Source: an optimization exercise on an open RTL-to-GDS flow (aim: small area, a short achievable clock period and few clock cycles per item). Production flows keep margins and buffers that such runs may drop. RTL that was checked went through simulation tests only; none was proved equivalent to the original. No activity file was given, so power comes from the tool's default toggle rates.

==> job 3841: inputs <==
==> flow/design.v (excerpt) <==
module m960_xacc_lane (
    input  wire        clk,
    input  wire        rst,         
    input  wire        in_valid,
    output wire        in_ready,
    input  wire [5:0]  in_op,
    input  wire [1:0]  in_n,        
    input  wire [63:0] in_a,        
    input  wire [31:0] in_b,        
    output wire        out_valid,
    output wire [63:0] out_data
);
    localparam [5:0] OP_XMAC = 6'h20,
                     OP_XCLR = 6'h21,
                     OP_XRND = 6'h22,
                     OP_FTOL = 6'h24,
                     OP_LTOF = 6'h25;
    assign in_ready = 1'b1;
    wire go     = in_valid && !rst;
    wire is_mac = go && (in_op == OP_XMAC);
    wire is_clr = go && (in_op == OP_XCLR);
    wire is_rnd = go && (in_op == OP_XRND);
    wire is_ftl = go && (in_op == OP_FTOL);
    wire is_ltf = go && (in_op == OP_LTOF);
    wire is_cv  = is_ftl || is_ltf;
    wire [39:0] cv_a;
    wire [31:0] cv_b;
    wire        cv_neg, cv_big;
  ...
==> module m960_conv_enc, before the edit <==
module m960_conv_enc (
    input  wire [39:0] a,         
    input  wire        ftol,      
    output wire [39:0] ma,        
    output wire [31:0] mb,        
    output wire        neg,       
    output wire        big,       
    output wire [5:0]  c          
);
    wire        fs   = a[31];
    wire [7:0]  e    = a[30:23];
    wire [22:0] t    = a[22:0];
    wire        nan  = (e == 8'hFF) && (t != 23'd0);
    wire [23:0] m    = {e != 8'd0, t};
    assign      big  = (e >= 8'd134) && !nan;
    wire        fhi  = (e >= 8'd120);
    wire [7:0]  fk   = fhi ? (e - 8'd105) : (e - 8'd90);
    wire        fnz  = (e >= 8'd94) && (e <= 8'd133);
    wire [39:0] fa   = fhi ? {1'b0, m, 15'd0} : {16'd0, m};
    wire [31:0] fb   = fnz ? (32'd1 << fk[4:0]) : 32'd0;
    wire        ys   = a[39];
    wire [39:0] u    = a ^ {40{ys}};
    wire        r1   = (u[39:23] != 17'd0);
    wire        r3   = (u[39:7] == 33'd0);
    wire [39:0] la   = r1 ? a : r3 ? {a[7:0], 32'd0} : {a[23:0], 16'd0};
    wire [39:0] pre0 = {1'b0, u[39:1]};
    wire [39:0] pre1 = pre0 | {1'b0, pre0[39:1]};
    wire [39:0] pre2 = pre1 | {2'b0, pre1[39:2]};
    wire [39:0] pre3 = pre2 | {4'b0, pre2[39:4]};
    wire [39:0] pre4 = pre3 | {8'b0, pre3[39:8]};
    wire [39:0] pre5 = pre4 | {16'b0, pre4[39:16]};
    wire [39:0] above = pre5 | {32'b0, pre5[39:32]};
    wire [39:0] h    = u & ~above;
    wire        uz   = ~(above[0] | u[0]);
    reg  [31:0] lb;
    integer     k;
    always @* begin
        lb = 32'd0;
        for (k = 23; k <= 39; k = k + 1) lb[51-k] = lb[51-k] | h[k];    
        for (k = 7;  k <= 22; k = k + 1) lb[35-k] = lb[35-k] | h[k];    
        for (k = 0;  k <= 6;  k = k + 1) lb[19-k] = lb[19-k] | h[k];    
        lb[20] = lb[20] | uz;                                          
    end
    reg  [5:0]  lz;
    always @* begin
        lz = 6'd40;
        for (k = 0; k < 40; k = k + 1)
            if (u[k]) lz = 6'd39 - k[5:0];
    end
    assign c   = lz;
    assign neg = ftol ? fs : ys;
    assign ma  = ftol ? fa : la;
    assign mb  = ftol ? fb : lb;
endmodule
==> flow/config.mk <==
export PLATFORM = sky130hd
export DESIGN_NAME = m960_xacc_lane
export DESIGN_NICKNAME = m960_xacc_lane
export VERILOG_FILES = /design/flow/design.v
export SDC_FILE = /design/flow/constraint.sdc
export NUM_CORES = 4
export LEC_CHECK = 0
export CAP_MARGIN = 20
export CORE_MARGIN = 2
export CORE_UTILIZATION = 40
export SLEW_MARGIN = 20
==> flow/constraint.sdc <==
create_clock -name core_clock -period 15.0 [get_ports {clk}]
set_input_delay 3.0000 -clock core_clock [delete_from_list [all_inputs] [get_ports {clk}]]
set_output_delay 3.0000 -clock core_clock [all_outputs]
set_load 0.01 [all_outputs]
run.sh (not shown) runs the stock make flow with config.mk's settings and CLKGATE_MAP_FILE= SYNTH_SCRIPT=/design/flow/synth_recipe.tcl, a recipe that flattens the netlist after the stock synthesis.
==> job 1468: changes against job 3841 <==
--- a/flow/design.v
+++ b/flow/design.v
@@ -2,6 +2,6 @@
     input  wire [39:0] a,         
     input  wire        ftol,      
-    output wire [39:0] ma,        
-    output wire [31:0] mb,        
+    output reg  [39:0] ma,        
+    output reg  [31:0] mb,        
     output wire        neg,       
     output wire        big,       
@@ -14,32 +14,11 @@
     wire [23:0] m    = {e != 8'd0, t};
     assign      big  = (e >= 8'd134) && !nan;
-    wire        fhi  = (e >= 8'd120);
-    wire [7:0]  fk   = fhi ? (e - 8'd105) : (e - 8'd90);
-    wire        fnz  = (e >= 8'd94) && (e <= 8'd133);
-    wire [39:0] fa   = fhi ? {1'b0, m, 15'd0} : {16'd0, m};
-    wire [31:0] fb   = fnz ? (32'd1 << fk[4:0]) : 32'd0;
+    wire        lo   = (e >= 8'd118);               
+    wire        mid  = (e >= 8'd94) && !lo;         
+    wire [7:0]  fk   = lo ? (e - 8'd105) : (e - 8'd90);
+    wire        fnz  = (lo || mid) && !big && !nan;
     wire        ys   = a[39];
     wire [39:0] u    = a ^ {40{ys}};
-    wire        r1   = (u[39:23] != 17'd0);
-    wire        r3   = (u[39:7] == 33'd0);
-    wire [39:0] la   = r1 ? a : r3 ? {a[7:0], 32'd0} : {a[23:0], 16'd0};
-    wire [39:0] pre0 = {1'b0, u[39:1]};
-    wire [39:0] pre1 = pre0 | {1'b0, pre0[39:1]};
-    wire [39:0] pre2 = pre1 | {2'b0, pre1[39:2]};
-    wire [39:0] pre3 = pre2 | {4'b0, pre2[39:4]};
-    wire [39:0] pre4 = pre3 | {8'b0, pre3[39:8]};
-    wire [39:0] pre5 = pre4 | {16'b0, pre4[39:16]};
-    wire [39:0] above = pre5 | {32'b0, pre5[39:32]};
-    wire [39:0] h    = u & ~above;
-    wire        uz   = ~(above[0] | u[0]);
-    reg  [31:0] lb;
     integer     k;
-    always @* begin
-        lb = 32'd0;
-        for (k = 23; k <= 39; k = k + 1) lb[51-k] = lb[51-k] | h[k];    
-        for (k = 7;  k <= 22; k = k + 1) lb[35-k] = lb[35-k] | h[k];    
-        for (k = 0;  k <= 6;  k = k + 1) lb[19-k] = lb[19-k] | h[k];    
-        lb[20] = lb[20] | uz;                                          
-    end
     reg  [5:0]  lz;
     always @* begin
@@ -48,8 +27,18 @@
             if (u[k]) lz = 6'd39 - k[5:0];
     end
-    assign c   = lz;
+    assign c = lz;
+    wire        r1   = (lz <= 6'd18);
+    wire        r2   = !r1 && (lz <= 6'd34);
+    wire [5:0]  lk   = r1 ? (lz + 6'd12) : r2 ? (lz - 6'd4) : (lz - 6'd20);
     assign neg = ftol ? fs : ys;
-    assign ma  = ftol ? fa : la;
-    assign mb  = ftol ? fb : lb;
+    always @* begin
+        if (ftol) begin
+            ma = lo ? {1'b0, m, 15'd0} : {16'd0, m};
+            mb = fnz ? (32'd1 << fk[4:0]) : 32'd0;
+        end else begin
+            ma = r1 ? a : r2 ? {a[23:0], 16'd0} : {a[7:0], 32'd0};
+            mb = 32'd1 << lk[4:0];
+        end
+    end
 endmodule
 module m960_xacc_lane (
==> comparison table <==
Transition time of the tightest slew-check pin: job 3841 1.13 ns; job 1468 1.20 ns
Met2 wire length: job 3841 90900 um; job 1468 90000 um
Proportion of cell area occupied by registers: job 3841 31.9%; job 1468 31.9%
Number of violations reported at the end of detailed-routing iteration 0: job 3841 5226; job 1468 5395
Share of the yosys chip area belonging to registers: job 3841 35.3%; job 1468 35.5%
Outcome: job 3841 complete, no violations; job 1468 complete, no violations
Minimum setup slack after placement: job 3841 7.89 ns; job 1468 7.73 ns
Net switching share of the total power: job 3841 28.7%; job 1468 28.9%
Maximum VDD drop: job 3841 95.7 uV; job 1468 91.3 uV
Total Power: job 3841 7.09 mW; job 1468 7.13 mW
Routing usage on met2: job 3841 37.4%; job 1468 37.1%
Area of all sequential standard cells: job 3841 23100 um2; job 1468 23100 um2
Upper clock frequency limit: job 3841 153 MHz; job 1468 151 MHz
Clock Network Area Fraction: job 3841 5.01%; job 1468 5.19%
Testbench counts of job 1468, summed over its fixed seeds: cycles 32,040, ops 32,000.
For job 3841, only the layout was checked, not whether the RTL still works.

static timing again, ports no longer ideal:
The flow's constraints put no driver on any port. The routed layouts listed below were extracted and timed again, unchanged, in two steps.
Step 1 (the two cells are an assumption about what drives the block):
set clk [get_ports {clk}]
set_driving_cell -lib_cell sky130_fd_sc_hd__clkbuf_16 $clk
set_driving_cell -lib_cell sky130_fd_sc_hd__buf_2 [delete_from_list [all_inputs] $clk]
Step 2 times the ports against the registers' clock, not the clock port: input delays grow and output delays shrink by t, the midpoint of the rising clock arrivals with the driver on.
Slacks: ideal ports / drivers / drivers and shift; pairs: ideal ports / drivers.
| run | shift t [ns] | setup slack, ns | worst hold slack (ns) | worst data-port slew with drivers (ns) | pins driven straight from the clock port |
|---|---|---|---|---|---|
| job 3841 | 0.810 | 8.484 / 8.549 / 7.739 | 0.314 / 0.314 / 0.314 | 0.05 | 1 |
| job 1468 | 0.821 | 8.388 / 8.438 / 7.617 | 0.315 / 0.315 / 0.315 | 0.04 | 1 |
After both steps setup and hold are still met in every run listed. For job 1468, which loses most, drivers alone change the setup slack by +0.050 ns; drivers and shift together by -0.771 ns.
